What follows belongs to an exercise in optimizing a design on an open flow for small area; a production flow would make more cautious choices.
Function was checked by simulation only, so behaviour that the tests miss may differ from the original.
Power figures rest on the tool's default switching activity, not on a simulated workload.

==> inputs of job 9277 <==
Design dialect_seq, start of the top module:
module dialect_seq (
    input  wire        clk,
    input  wire        rst,           
    input  wire        start,         
    input  wire        abort_req,         
    input  wire [11:0] entry,
    input  wire        stopreq,
    input  wire        token,
    input  wire [3:0]  port_num,
    input  wire [23:0] trib_cycle,
    input  wire [63:0] time_in,       
    output wire [11:0] imem_addr,
    input  wire [31:0] imem_rdata,
    output wire [12:0] dmem_addr,
    output wire [31:0] dmem_wdata,
    output wire [3:0]  dmem_be,
    input  wire [31:0] dmem_rdata,
    input  wire        rxd,
    output reg         txd,
    output reg         de,
    output reg  [2:0]  exec_state,
    output wire [11:0] pc_out,
    output reg  [3:0]  trap_code,
    output reg  [31:0] trap_word,
    output wire [31:0] trap_arg,
    input  wire [3:0]  reg_sel,
    output wire [31:0] reg_data
);
    localparam [2:0] ST_IDLE = 3'd0, ST_EXEC = 3'd1, ST_WAIT = 3'd2,
  ...
Settings: LEC_CHECK=0, CAP_MARGIN=20, CORE_MARGIN=2, CORE_UTILIZATION=40, CTS_BUF_LIST=sky130_fd_sc_hd__clkbuf_8, CTS_CLUSTER_DIAMETER=50, CTS_CLUSTER_SIZE=15, SLEW_MARGIN=20, SYNTH_HIERARCHICAL=1; clock period 20.0 ns.
standard.sh (not shown) runs the stock make flow with config.mk's settings and CLKGATE_MAP_FILE= SYNTH_SCRIPT=/design/flow/synth_recipe.tcl, a recipe that flattens the netlist after the stock synthesis.
==> flow/flow/run.sh <==
#!/bin/bash
# Layout flow: the standard flow (standard.sh), with two changes:
# - synthesis maps logic with an area-recovering ABC script (no buffering or
#   upsizing inside ABC; the placer's repair sizes cells for timing);
# - the port buffers are buf_1 cells.
# Each tool writes its log under orfs/logs; make's output goes to make.log.
set -euo pipefail
W=$(pwd)
rm -rf "$W/scripts"
cp -r "$FLOW_HOME/scripts" "$W/scripts"
cp "$W/flow/abc_area.script" "$W/scripts/abc_speed.script"
bash "$W/standard.sh" SCRIPTS_DIR="$W/scripts" \
    BUFFER_PORTS_ARGS="-buffer_cell sky130_fd_sc_hd__buf_1" finish > "$W/make.log" 2>&1
==> flow/flow/abc_area.script <==
&get -n
&st
&dch
&nf
&st
&syn2
&if -g -K 6
&synch2
&nf
&st
&syn2
&if -g -K 6
&synch2
&nf
&st
&syn2
&if -g -K 6
&synch2
&nf -R 1000
&put
==> job 1399 (differences from job 9277) <==
--- a/flow/design.v
+++ b/flow/design.v
@@ -20,11 +20,11 @@
     output reg         de,
     output reg  [2:0]  exec_state,
     output wire [11:0] pc_out,
     output reg  [3:0]  trap_code,
     output reg  [31:0] trap_word,
-    output wire [31:0] trap_arg,
+    output reg  [31:0] trap_arg,
     input  wire [3:0]  reg_sel,
     output wire [31:0] reg_data
 );
     localparam [2:0] ST_IDLE = 3'd0, ST_EXEC = 3'd1, ST_WAIT = 3'd2,
                      ST_STOP = 3'd3, ST_TRAP = 3'd4;
@@ -49,16 +49,15 @@
     reg [13:0] ext_hi;
     reg        second;        
     reg [31:0] wait_cnt;      
     reg [31:0] time_hi;       
     reg        rx_s1, rx_s2, rx_s3;
-    wire active  = (exec_state == ST_EXEC) || (exec_state == ST_WAIT);
-    wire trapped = (exec_state == ST_TRAP);
+    wire active = (exec_state == ST_EXEC) || (exec_state == ST_WAIT);
     wire [11:0] ipc = pc + {11'd0, ext_valid};
     assign imem_addr = ipc;
     assign pc_out    = pc;
-    wire [31:0] word  = trapped ? trap_word : imem_rdata;
+    wire [31:0] word  = imem_rdata;
     wire [5:0]  op    = word[31:26];
     wire [3:0]  f_rd  = word[25:22];
     wire [3:0]  f_rs  = word[21:18];
     wire [3:0]  f_rt  = word[17:14];
     wire [17:0] imm18 = word[17:0];
@@ -175,22 +174,25 @@
     wire go_second = !second & ok1 & two & !two_bad;
     wire go_wait = !second & legal & waiting;
     wire do_ext  = !second & legal & o_ext & !seq_ovf;
     wire commit = active & done;
     wire clr    = rst | start;
-    wire [3:0] tcode = !legal ? T_ILLEGAL : t_bound ? T_BOUND : t_dmem ? T_DMEM :
-                       t_user ? T_USER : t_oper ? T_OPERAND : T_PC;
-    wire tc_pc = (trap_code == T_PC);
+    wire tp_word = !legal;
+    wire tp_rs   = legal & t_bound;
+    wire tp_imm  = legal & t_oper;
+    wire tp_pc   = legal & !t_bound & !t_dmem & !t_user & !t_oper;
+    wire tp_sum  = legal & (t_dmem | t_user | (tp_pc & two & o_jump));
+    wire tp_brt  = tp_pc & two & !o_jump;
+    wire tp_seq  = tp_pc & !two;
+    wire [3:0] tcode = tp_word ? T_ILLEGAL : tp_rs ? T_BOUND : t_dmem ? T_DMEM :
+                       t_user ? T_USER : tp_imm ? T_OPERAND : T_PC;
+    wire [31:0] targ;
     dialect_seq_targ u_targ (.word(word), .rs(rs_val), .sum(sum), .imm(imm), .brt(br_target),
         .seq(seq_next),
-        .s_word(trapped & (trap_code == T_ILLEGAL)),
-        .s_rs(trapped & (trap_code == T_BOUND)),
-        .s_sum(trapped & ((trap_code == T_DMEM) | (trap_code == T_USER) | (tc_pc & o_jump))),
-        .s_imm(trapped & (trap_code == T_OPERAND)),
-        .s_brt(trapped & tc_pc & take_br),
-        .s_seq(trapped & tc_pc & !o_jump & !take_br),
-        .y(trap_arg));
+        .s_word(tp_word & !clr), .s_rs(tp_rs & !clr), .s_sum(tp_sum & !clr),
+        .s_imm(tp_imm & !clr), .s_brt(tp_brt & !clr), .s_seq(tp_seq & !clr),
+        .y(targ));
     wire nclr = !clr;
     wire [1:0] ba = sum[1:0];
     wire [31:0] w_d;
     dialect_seq_wb u_wb (.sum(sum), .p(prop), .g(gen), .sh(sh_out), .ld(dmem_rdata),
         .seq(seq_next), .rx(rx_s2), .tlo(time_in[31:0]), .thi(time_hi),
@@ -251,11 +253,12 @@
         if (clr | (commit & o_mfs & (imm18[2:0] == 3'd0)))
             time_hi <= time_in[63:32] & {32{nclr}};
     always @(posedge clk) begin
         if (clr | (active & trap & !abort_req)) begin
             trap_code <= tcode & {4{nclr}};
-            trap_word <= imem_rdata & {32{nclr}};
+            trap_word <= word & {32{nclr}};
+            trap_arg  <= targ;
         end
     end
     always @(posedge clk) begin
         if (rst) begin
             pc         <= 12'd0;
@@ -288,11 +291,12 @@
                     ext_valid  <= 1'b0;
                     second     <= 1'b0;
                     de         <= 1'b0;
                 end
             end else if (active && trap) begin
-                exec_state <= ST_TRAP;       
+                exec_state <= ST_TRAP;
+                ext_valid  <= 1'b0;
                 second     <= 1'b0;
                 de         <= 1'b0;
             end else if (active && halt_clean && !second) begin
                 exec_state <= ST_STOP;
                 de         <= 1'b0;
==> flow/run.sh (new file) <==
#!/bin/bash
# synth_recipe.tcl (not shown) runs the flow's synth.tcl, then flattens the netlist and writes it again
# the make line also repeats each setting of config.mk as NAME=value (left out here)
make -C /OpenROAD-flow-scripts/flow DESIGN_CONFIG=/design/flow/config.mk WORK_HOME=/design/flow/orfs CLKGATE_MAP_FILE= SYNTH_SCRIPT=/design/flow/synth_recipe.tcl finish
Settings changed: CTS_BUF_LIST sky130_fd_sc_hd__clkbuf_8 to unset, CTS_CLUSTER_DIAMETER 50 to unset, CTS_CLUSTER_SIZE 15 to unset.
removed: flow/flow/run.sh
removed: flow/flow/abc_area.script
removed: flow/standard.sh
==> notes <==
Between job 9277 and job 1399, the lower count of clock-buffer cells in the layout is in job 9277 (gap 10). Of job 9277 and job 1399, job 1399 has the higher die area (gap about 5.4%, measured against job 1399). Between job 9277 and job 1399, the lower sequential share of layout area is in job 1399 (gap 1.6 points). Between job 9277 and job 1399, the lower via count is in job 1399 (gap 1.6%, measured against job 1399). In combinational power, job 9277 and job 1399 hardly differ. Of job 9277 and job 1399, job 9277 has the higher routed wire length (gap 4.5%, measured against job 1399).

==> afterwards: timing with drivers on the ports <==
In the flow no input, the clock included, has a driving cell. The finished layouts below were timed again as built, in two steps. Step 1, drivers: a clkbuf_16 drives clk and a buf_2 each remaining input, both assumed. Step 2 adds t to the input delays and takes it off the output delays; t is the mean of the earliest and latest rising clock arrival at the registers after step 1. Input paths then give back, and output paths get back, about the clock's delay inside the block. a / b / c = ideal ports / drivers / drivers and shift; a / b = the first two.
run	shift t [ns]	slack for setup (ns)	worst hold slack (ns)	worst setup path at the end	worst register clock-pin slew, ns
job 9277	0.837	0.680 / 0.660 / 0.660	0.454 / 0.454 / 0.454	input to output	0.10 / 0.10
job 1399	0.724	2.327 / 2.234 / 2.234	0.506 / 0.506 / 0.506	input to output	0.07 / 0.07
After both steps setup and hold are still met in every run listed. The setup slack of job 1399, which loses most, moves by -0.093 ns with the drivers and by -0.093 ns with both steps.
